Source: an optimization exercise on an open RTL-to-GDS flow (aim: small area, a short achievable clock period and few clock cycles). Production flows keep margins and buffers that such runs may drop. Where RTL was checked, it was by simulation tests only, not by an equivalence proof against the original.

Setup of birch:
Design vbc_block_decoder, start of the top module:
module vbc_block_decoder (
    input  wire        clk,
    input  wire        rst,           
    input  wire        in_valid,
    output wire        in_ready,
    input  wire [31:0] in_data,       
    input  wire [4:0]  in_w,          
    output reg         out_valid,
    output wire [15:0] out_sample,    
    output reg         out_last       
);
clock: 10.0 ns
lec_check: 0
abc_area: 1
cap_margin: 20
core_margin: 2
core_utilization: 40
cts_cluster_diameter: 100
cts_cluster_size: 25
setup_slack_margin: 4.0
slew_margin: 20
run.sh (not shown) runs the stock make flow with config.mk's settings and CLKGATE_MAP_FILE= SYNTH_SCRIPT=/design/flow/synth_recipe.tcl, a recipe that flattens the netlist after the stock synthesis.
Both conditions hold for birch: the flow ran to the end and the final layout passed the timing, design-rule and antenna checks.
--- input diff birch..cedar ---
diff --git a/flow/design.v b/flow/design.v
--- a/flow/design.v
+++ b/flow/design.v
@@ -26,24 +26,16 @@
     reg [3:0]  idle;          
     reg [16:0] u2;            
     reg        v2;
     reg [15:0] hist [0:15];
     assign out_sample = hist[0];
     reg  [15:0] wmask;        
-    integer wi, wb;
-    reg     w_gt, w_eq;
+    integer wi;
     always @(*)
-        for (wi = 0; wi < 16; wi = wi + 1) begin
-            w_gt = 1'b0;
-            w_eq = 1'b1;
-            for (wb = 3; wb >= 0; wb = wb - 1) begin
-                if (((wi >> wb) & 1) == 0) w_gt = w_gt | (w_eq & w[wb]);
-                w_eq = w_eq & (w[wb] == ((wi >> wb) & 1));
-            end
-            wmask[wi] = w[4] | w_gt;
-        end
+        for (wi = 0; wi < 16; wi = wi + 1)
+            wmask[wi] = w > wi;
     wire [17:0] ub = ua ? {2'b0, u2[15:0]} : 18'd0;
     wire [17:0] cg [0:5];     
     wire [17:0] cp [0:5];
     assign cg[0] = ab & ub;
     assign cp[0] = ab ^ ub;
     genvar gl, gi;
@@ -59,24 +51,19 @@
                 end
             end
         end
     endgenerate
     wire [17:0] carry = {cg[5][16:0], 1'b0};      
     wire [17:0] a     = cp[0] ^ carry;
-    wire [17:0] hs0 = ab | ub;
-    wire [17:0] hs1 = hs0 | {1'b0,  hs0[17:1]};
-    wire [17:0] hs2 = hs1 | {2'b0,  hs1[17:2]};
-    wire [17:0] hs3 = hs2 | {4'b0,  hs2[17:4]};
-    wire [17:0] hs  = hs3 | {8'b0,  hs3[17:8]};
-    wire [17:0] hs4 = hs  | {16'b0, hs[17:16]};
+    wire [17:0] hi    = ab | ub;
     reg  [15:0] kt;
     integer j;
     always @(*) begin
         kt[0] = 1'b1;
         for (j = 1; j < 16; j = j + 1)
-            kt[j] = wmask[j] && (hs4[j + 2] || carry[j + 2]);
+            kt[j] = wmask[j] && (((hi >> (j + 2)) != 18'd0) || carry[j + 2]);
     end
     reg  [3:0] k;
     always @(*) begin
         k = 4'd0;
         for (j = 1; j < 16; j = j + 1)
             if (kt[j]) k = j;
==> notes.md <==
- Measured against each other, cedar and birch differ in global routing met1 resource utilization, the higher figure coming from birch.
- Total wire length: cedar < birch
- Diff birch -> cedar | sequential share of layout area | increase of 0.56 points
Testbench counts of cedar, summed over its fixed seeds: cycles 98,969.
Function not checked in birch: the RTL went through the layout flow alone.


Another version of the RTL of vbc_block_decoder (not shown whole).
Size in the first run: about 390 flip-flops, roughly 59 I/O pins, roughly 0.019 mm^2 of cells after synthesis.
export LEC_CHECK = 0
export ABC_AREA = 1
export CAP_MARGIN = 20
export CORE_MARGIN = 2
export CORE_UTILIZATION = 40
export SETUP_SLACK_MARGIN = 4.0
export SLEW_MARGIN = 20
create_clock -name core_clock -period 10.0 [get_ports {clk}]
The first run produced a clean layout.
Edit:
--- a/flow/design.v
+++ b/flow/design.v
@@ -95,19 +95,20 @@
     reg  [16:0] u;
     always @(*) begin
         if (raw)      u = {S[15:0] & wmask, 1'b0};
         else if (esc) u = {1'b0, S[31:16] & wmask};
         else          u = {1'b0, qk | (rem & kmask)};
     end
     wire [5:0]  pos_raw = {1'b0, ptr[4:0]} + {1'b0, w};
     wire [5:0]  pos_esc = pos_raw + 6'd16;
+    wire [5:0]  pos_k   = {1'b0, ptr[4:0]} + {2'b0, k} + 6'd1;
+    wire [5:0]  pos_cod = pos_k + {2'b0, q[3:0]};
+    wire [5:0]  end_pos = raw ? pos_raw : esc ? pos_esc : pos_cod;
     wire [5:0]  x_cod   = {1'b0, ptr[4:0]} + {2'b0, q[3:0]} + 6'd1;
-    wire [5:0]  pos_cod = x_cod + {2'b0, k};
-    wire [5:0]  end_pos = raw ? pos_raw : esc ? pos_esc : pos_cod;
     reg         strad_c, end5_c;
     integer n;
     always @(*) begin
         strad_c = x_cod >= 6'd33;
         end5_c  = x_cod >= 6'd32;
         for (n = 17; n < 32; n = n + 1)
             if (x_cod == n) begin
                 end5_c = kt[32 - n];
@@ -137,17 +138,17 @@
             v2  <= 1'b0;
             out_valid <= 1'b0;
         end else begin
             cnt <= cnt_n;
             wp  <= wp ^ accept;
             if (hgo || (go && last))
                 ptr <= {ptr[5] ^ npop[0], 5'd0};
             else if (go)
-                ptr <= {ptr[5] ^ end5, end_pos[4:0]};
+                ptr <= {ptr[5] ^ end_pos[5], end_pos[4:0]};
             if (hdr) begin
                 if (cnt != 2'd0) begin
                     hdr  <= 1'b0;
                     w    <= w_in;
                     pred <= wd0[1:0];
                     raw  <= wd0[6];
                 end
             end else if (go) begin
@@ -169,20 +170,22 @@
         end
         idle     <= go ? 4'd0 : idle + 4'd1;
         u2       <= u;
         out_last <= (idx == 8'd0);
     end
     wire        first = (idx == 8'd1);
     wire        x0    = (idx[3:0] == 4'd1);
     wire        y0    = (idx[7:4] == 4'd0 && idx[3:0] != 4'd0) || (idx == 8'd16);
-    wire        coded = !first && !raw;
-    wire        use0  = coded && (pred == 2'd1 ? !x0 : pred == 2'd2 &&  y0);
-    wire        use15 = coded && (pred == 2'd1 ?  x0 : pred == 2'd2 && !y0);
-    wire [15:0] p     = (hist[0] & {16{use0}}) | (hist[15] & {16{use15}});
+    reg  [15:0] p;
+    always @(*) begin
+        if (first || pred == 2'd0 || raw) p = 16'd0;
+        else if (pred == 2'd1)            p = x0 ? hist[15] : hist[0];
+        else                              p = y0 ? hist[0] : hist[15];
+    end
     wire [15:0] r = u2[16:1] ^ {16{u2[0]}};
     wire [15:0] s = (p + r) & wmask;
     integer h;
     always @(posedge clk) begin
         hist[0] <= v2 ? s : hist[15];
         for (h = 1; h < 16; h = h + 1) hist[h] <= hist[h-1];
     end
 endmodule
Critical path depth drops by 5.
Synthesized cell count climbs by 3.0%.
Hold slack loses 0.010 ns.
Routed wire length climbs by 7.4%.
Synthesized area climbs by 2.6%.
Global-route usage climbs by 1.5 points.
Cell count climbs by 3.0%.
Testbench counts after the change, summed over its fixed seeds: cycles 98,969.
Only the layout flow was run in the first run of this note; the RTL was not checked for function there.


The RTL this note starts from:
==> flow/design.v <==
module vbc_block_decoder (
    input  wire        clk,
    input  wire        rst,           
    input  wire        in_valid,
    output wire        in_ready,
    input  wire [31:0] in_data,       
    input  wire [4:0]  in_w,          
    output reg         out_valid,
    output wire [15:0] out_sample,    
    output reg         out_last       
);
    reg [31:0] slot0, slot1;
    reg        wp;            
    reg [1:0]  cnt;           
    reg [5:0]  ptr;
    reg [5:0]  ptr_sn;        
    reg [4:0]  w_in;          
    assign in_ready = !cnt[1];
    wire accept = in_valid && !cnt[1];
    reg        hdr;           
    reg        raw;
    reg [1:0]  pred;
    reg [4:0]  w;
    reg [17:0] ab;            
    reg        ua;
    reg [7:0]  idx;           
    reg [3:0]  idle;          
    reg [16:0] u2;            
    reg        v2;
    reg [15:0] hist [0:15];
    assign out_sample = hist[0];
    wire [15:0] wmask = 16'hFFFF >> (5'd16 - w);
    wire [17:0] ub = ua ? {2'b0, u2[15:0]} : 18'd0;
    wire [17:0] cg [0:5];     
    wire [17:0] cp [0:5];
    assign cg[0] = ab & ub;
    assign cp[0] = ab ^ ub;
    genvar gl, gi;
    generate
        for (gl = 0; gl < 5; gl = gl + 1) begin : pfx
            for (gi = 0; gi < 18; gi = gi + 1) begin : bit_
                if (gi >= (1 << gl)) begin : comb
                    assign cg[gl+1][gi] = cg[gl][gi] | (cp[gl][gi] & cg[gl][gi - (1 << gl)]);
                    assign cp[gl+1][gi] = cp[gl][gi] & cp[gl][gi - (1 << gl)];
                end else begin : pass
                    assign cg[gl+1][gi] = cg[gl][gi];
                    assign cp[gl+1][gi] = cp[gl][gi];
                end
            end
        end
    endgenerate
    wire [17:0] carry = {cg[5][16:0], 1'b0};      
    wire [17:0] a     = cp[0] ^ carry;
    wire [17:0] hi    = ab | ub;
    reg  [15:0] kt;
    integer j;
    always @(*) begin
        kt[0] = 1'b1;
        for (j = 1; j < 16; j = j + 1)
            kt[j] = (j < w) && (((hi >> (j + 2)) != 18'd0) || carry[j + 2]);
    end
    reg  [3:0] k;
    always @(*) begin
        k = 4'd0;
        for (j = 1; j < 16; j = j + 1)
            if (kt[j]) k = j;
    end
    wire [15:0] kmask = {1'b0, kt[15:1]};
    wire [5:0]  ps  = ~ptr_sn;
    wire [31:0] wd0 = ps[5] ? slot1 : slot0;
    wire [31:0] wd1 = ps[5] ? slot0 : slot1;
    wire [63:0] win = {wd1, wd0};
    wire [31:0] S   = win >> ps[4:0];
    reg  [4:0]  q;
    integer m;
    always @(*) begin
        q = 5'd16;
        for (m = 15; m >= 0; m = m - 1)
            if (!S[m]) q = m;
    end
    wire esc = q[4];
    wire [31:0] Sr = S >> (q[3:0] + 5'd1);
    reg  [16:0] u;
    always @(*) begin
        if (raw)      u = {S[15:0] & wmask, 1'b0};
        else if (esc) u = {1'b0, S[31:16] & wmask};
        else          u = ({13'd0, q[3:0]} << k) | {1'b0, Sr[15:0] & kmask};
    end
    wire [5:0]  pos_raw = {1'b0, ptr[4:0]} + {1'b0, w};
    wire [5:0]  pos_esc = pos_raw + 6'd16;
    wire [5:0]  pos_k   = {1'b0, ptr[4:0]} + {2'b0, k} + 6'd1;
    wire [5:0]  pos_cod = pos_k + {2'b0, q[3:0]};
    wire [5:0]  end_pos = raw ? pos_raw : esc ? pos_esc : pos_cod;
    reg  [15:0] z;
    reg  [15:0] gt_k, ge_k;
    integer n;
    always @(*) begin
        for (n = 0; n < 16; n = n + 1) begin
            z[n]    = !S[n] && ((S[15:0] | (16'hFFFF << n)) == 16'hFFFF);
            gt_k[n] = pos_k > 6'd32 - n;
            ge_k[n] = pos_k >= 6'd32 - n;
        end
    end
    wire        strad_c = |(z & gt_k);
    wire        end5_c  = |(z & ge_k);
    wire        strad   = raw ? pos_raw > 6'd32 : esc ? pos_esc > 6'd32 : strad_c;
    wire        end5    = raw ? pos_raw[5]      : esc ? pos_esc[5]      : end5_c;
    wire        go      = !hdr && cnt != 2'd0 && (cnt[1] || !strad) && (idx == 8'd0 || idle == 4'd0);
    wire        last    = (idx == 8'd255);
    wire        hgo     = hdr && cnt != 2'd0;
    wire [1:0]  npop    = hgo ? 2'd1 : !go ? 2'd0 : last ? {strad, !strad} : {1'b0, end5};
    wire [1:0]  cnt_a   = cnt + {1'b0, accept};
    wire [1:0]  cnt_a1  = cnt_a - 2'd1;
    wire [1:0]  cnt_n   = npop[1] ? 2'd0 : npop[0] ? cnt_a1 : cnt_a;
    wire [5:0]  ptr_n   = (hgo || (go && last)) ? {ptr[5] ^ npop[0], 5'd0} :
                          go ? {ptr[5] ^ end_pos[5], end_pos[4:0]} : ptr;
    wire        upd     = go && !raw;
    wire [17:0] a_dec   = a - {2'b0, a[17:2]};
    wire [17:0] ab_n    = upd ? a_dec : a;
    always @(posedge clk) begin
        if (rst) begin
            cnt <= 2'd0;
            wp  <= 1'b0;
            ptr    <= 6'd0;
            ptr_sn <= 6'h3F;
            hdr <= 1'b1;
            idx <= 8'd0;
            v2  <= 1'b0;
            out_valid <= 1'b0;
        end else begin
            cnt <= cnt_n;
            wp  <= wp ^ accept;
            ptr    <= ptr_n;
            ptr_sn <= ~ptr_n;
            if (hdr) begin
                if (cnt != 2'd0) begin
                    hdr  <= 1'b0;
                    w    <= w_in;
                    pred <= wd0[1:0];
                    raw  <= wd0[6];
                end
            end else if (go) begin
                idx <= idx + 8'd1;
                if (last) hdr <= 1'b1;
            end
            v2 <= go;
            out_valid <= v2;
        end
        if (accept) w_in <= in_w;
        if (accept && !wp) slot0 <= in_data;
        if (accept &&  wp) slot1 <= in_data;
        if (hdr) begin
            ab <= 18'd4 << wd0[5:2];
            ua <= 1'b0;
        end else begin
            ab <= ab_n;
            ua <= upd;
        end
        idle     <= go ? 4'd0 : idle + 4'd1;
        u2       <= u;
        out_last <= (idx == 8'd0);
    end
    wire        first = (idx == 8'd1);
    wire        x0    = (idx[3:0] == 4'd1);
    wire        y0    = (idx[7:4] == 4'd0 && idx[3:0] != 4'd0) || (idx == 8'd16);
    reg  [15:0] p;
    always @(*) begin
        if (first || pred == 2'd0 || raw) p = 16'd0;
        else if (pred == 2'd1)            p = x0 ? hist[15] : hist[0];
        else                              p = y0 ? hist[0] : hist[15];
    end
    wire [15:0] r = u2[16:1] ^ {16{u2[0]}};
    wire [15:0] s = (p + r) & wmask;
    integer h;
    always @(posedge clk) begin
        hist[0] <= v2 ? s : hist[15];
        for (h = 1; h < 16; h = h + 1) hist[h] <= hist[h-1];
    end
endmodule
==> flow/config.mk <==
export PLATFORM = sky130hd
export DESIGN_NAME = vbc_block_decoder
export DESIGN_NICKNAME = vbc_block_decoder
export VERILOG_FILES = /design/flow/design.v
export SDC_FILE = /design/flow/constraint.sdc
export NUM_CORES = 4
export LEC_CHECK = 0
export ABC_AREA = 1
export CAP_MARGIN = 20
export CORE_MARGIN = 2
export CORE_UTILIZATION = 40
export SLEW_MARGIN = 20
==> flow/constraint.sdc <==
create_clock -name core_clock -period 10.0 [get_ports {clk}]
set_input_delay 2.0000 -clock core_clock [delete_from_list [all_inputs] [get_ports {clk}]]
set_output_delay 2.0000 -clock core_clock [all_outputs]
set_load 0.01 [all_outputs]
The first run went through all stages and came out clean.
Next try:
--- a/flow/design.v
+++ b/flow/design.v
@@ -13,7 +13,6 @@
     reg        wp;            
     reg [1:0]  cnt;           
     reg [5:0]  ptr;
-    reg [5:0]  ptr_sn;        
     reg [4:0]  w_in;          
     assign in_ready = !cnt[1];
     wire accept = in_valid && !cnt[1];
@@ -66,11 +65,10 @@
             if (kt[j]) k = j;
     end
     wire [15:0] kmask = {1'b0, kt[15:1]};
-    wire [5:0]  ps  = ~ptr_sn;
-    wire [31:0] wd0 = ps[5] ? slot1 : slot0;
-    wire [31:0] wd1 = ps[5] ? slot0 : slot1;
+    wire [31:0] wd0 = ptr[5] ? slot1 : slot0;
+    wire [31:0] wd1 = ptr[5] ? slot0 : slot1;
     wire [63:0] win = {wd1, wd0};
-    wire [31:0] S   = win >> ps[4:0];
+    wire [31:0] S   = win >> ptr[4:0];
     reg  [4:0]  q;
     integer m;
     always @(*) begin
@@ -91,29 +89,14 @@
     wire [5:0]  pos_k   = {1'b0, ptr[4:0]} + {2'b0, k} + 6'd1;
     wire [5:0]  pos_cod = pos_k + {2'b0, q[3:0]};
     wire [5:0]  end_pos = raw ? pos_raw : esc ? pos_esc : pos_cod;
-    reg  [15:0] z;
-    reg  [15:0] gt_k, ge_k;
-    integer n;
-    always @(*) begin
-        for (n = 0; n < 16; n = n + 1) begin
-            z[n]    = !S[n] && ((S[15:0] | (16'hFFFF << n)) == 16'hFFFF);
-            gt_k[n] = pos_k > 6'd32 - n;
-            ge_k[n] = pos_k >= 6'd32 - n;
-        end
-    end
-    wire        strad_c = |(z & gt_k);
-    wire        end5_c  = |(z & ge_k);
-    wire        strad   = raw ? pos_raw > 6'd32 : esc ? pos_esc > 6'd32 : strad_c;
-    wire        end5    = raw ? pos_raw[5]      : esc ? pos_esc[5]      : end5_c;
+    wire        strad   = end_pos > 6'd32;
     wire        go      = !hdr && cnt != 2'd0 && (cnt[1] || !strad) && (idx == 8'd0 || idle == 4'd0);
     wire        last    = (idx == 8'd255);
     wire        hgo     = hdr && cnt != 2'd0;
-    wire [1:0]  npop    = hgo ? 2'd1 : !go ? 2'd0 : last ? {strad, !strad} : {1'b0, end5};
+    wire [1:0]  npop    = hgo ? 2'd1 : !go ? 2'd0 : last ? {strad, !strad} : {1'b0, end_pos[5]};
     wire [1:0]  cnt_a   = cnt + {1'b0, accept};
     wire [1:0]  cnt_a1  = cnt_a - 2'd1;
     wire [1:0]  cnt_n   = npop[1] ? 2'd0 : npop[0] ? cnt_a1 : cnt_a;
-    wire [5:0]  ptr_n   = (hgo || (go && last)) ? {ptr[5] ^ npop[0], 5'd0} :
-                          go ? {ptr[5] ^ end_pos[5], end_pos[4:0]} : ptr;
     wire        upd     = go && !raw;
     wire [17:0] a_dec   = a - {2'b0, a[17:2]};
     wire [17:0] ab_n    = upd ? a_dec : a;
@@ -121,8 +104,7 @@
         if (rst) begin
             cnt <= 2'd0;
             wp  <= 1'b0;
-            ptr    <= 6'd0;
-            ptr_sn <= 6'h3F;
+            ptr <= 6'd0;
             hdr <= 1'b1;
             idx <= 8'd0;
             v2  <= 1'b0;
@@ -130,8 +112,10 @@
         end else begin
             cnt <= cnt_n;
             wp  <= wp ^ accept;
-            ptr    <= ptr_n;
-            ptr_sn <= ~ptr_n;
+            if (hgo || (go && last))
+                ptr <= {ptr[5] ^ npop[0], 5'd0};
+            else if (go)
+                ptr <= {ptr[5] ^ end_pos[5], end_pos[4:0]};
             if (hdr) begin
                 if (cnt != 2'd0) begin
                     hdr  <= 1'b0;
What happened:
- The changed run passed the timing, design-rule and antenna checks
- die area fell by 5.5%
- hold slack got worse by 0.015 ns
- critical path depth fell by 6
- via count fell by about 9%
- routed wire length fell by about 9%
- setup slack improved by 0.33 ns
- final area fell by 5.1%
- non-clock buffer count rose by 2
No run of this note included a check of the RTL's function; only the layout flow was run.

-- re-timing with driven ports --
No port has a modelled driver above. Below, the same layouts with a new extraction and two added sets of constraints.
Step 1, drivers: a clkbuf_16 drives clk and a buf_2 each remaining input, both assumed.
Step 2 times the ports against the registers' clock, not the clock port: input delays grow and output delays shrink by t, the midpoint of the rising clock arrivals with the driver on.
Three values: no drivers, after step 1, after step 2; two values: the first two.
| run | t (ns) | setup slack, ns | hold WS [ns] |
|---|---|---|---|
| birch | 0.626 | 4.325 / 4.325 / 4.325 | 0.315 / 0.315 / 0.315 |
| cedar | 0.604 | 4.437 / 4.437 / 4.437 | 0.327 / 0.327 / 0.327 |
| the first run of note 2 | 0.631 | 4.459 / 4.459 / 4.459 | 0.322 / 0.322 / 0.322 |
| the second run of note 2 | 0.607 | 4.401 / 4.401 / 4.401 | 0.311 / 0.311 / 0.311 |
| the first run of note 3 | 0.639 | 2.458 / 2.458 / 2.458 | 0.320 / 0.320 / 0.320 |
| the second run of note 3 | 0.625 | 2.790 / 2.790 / 2.790 | 0.304 / 0.304 / 0.304 |
After both steps setup and hold are still met in every run listed.
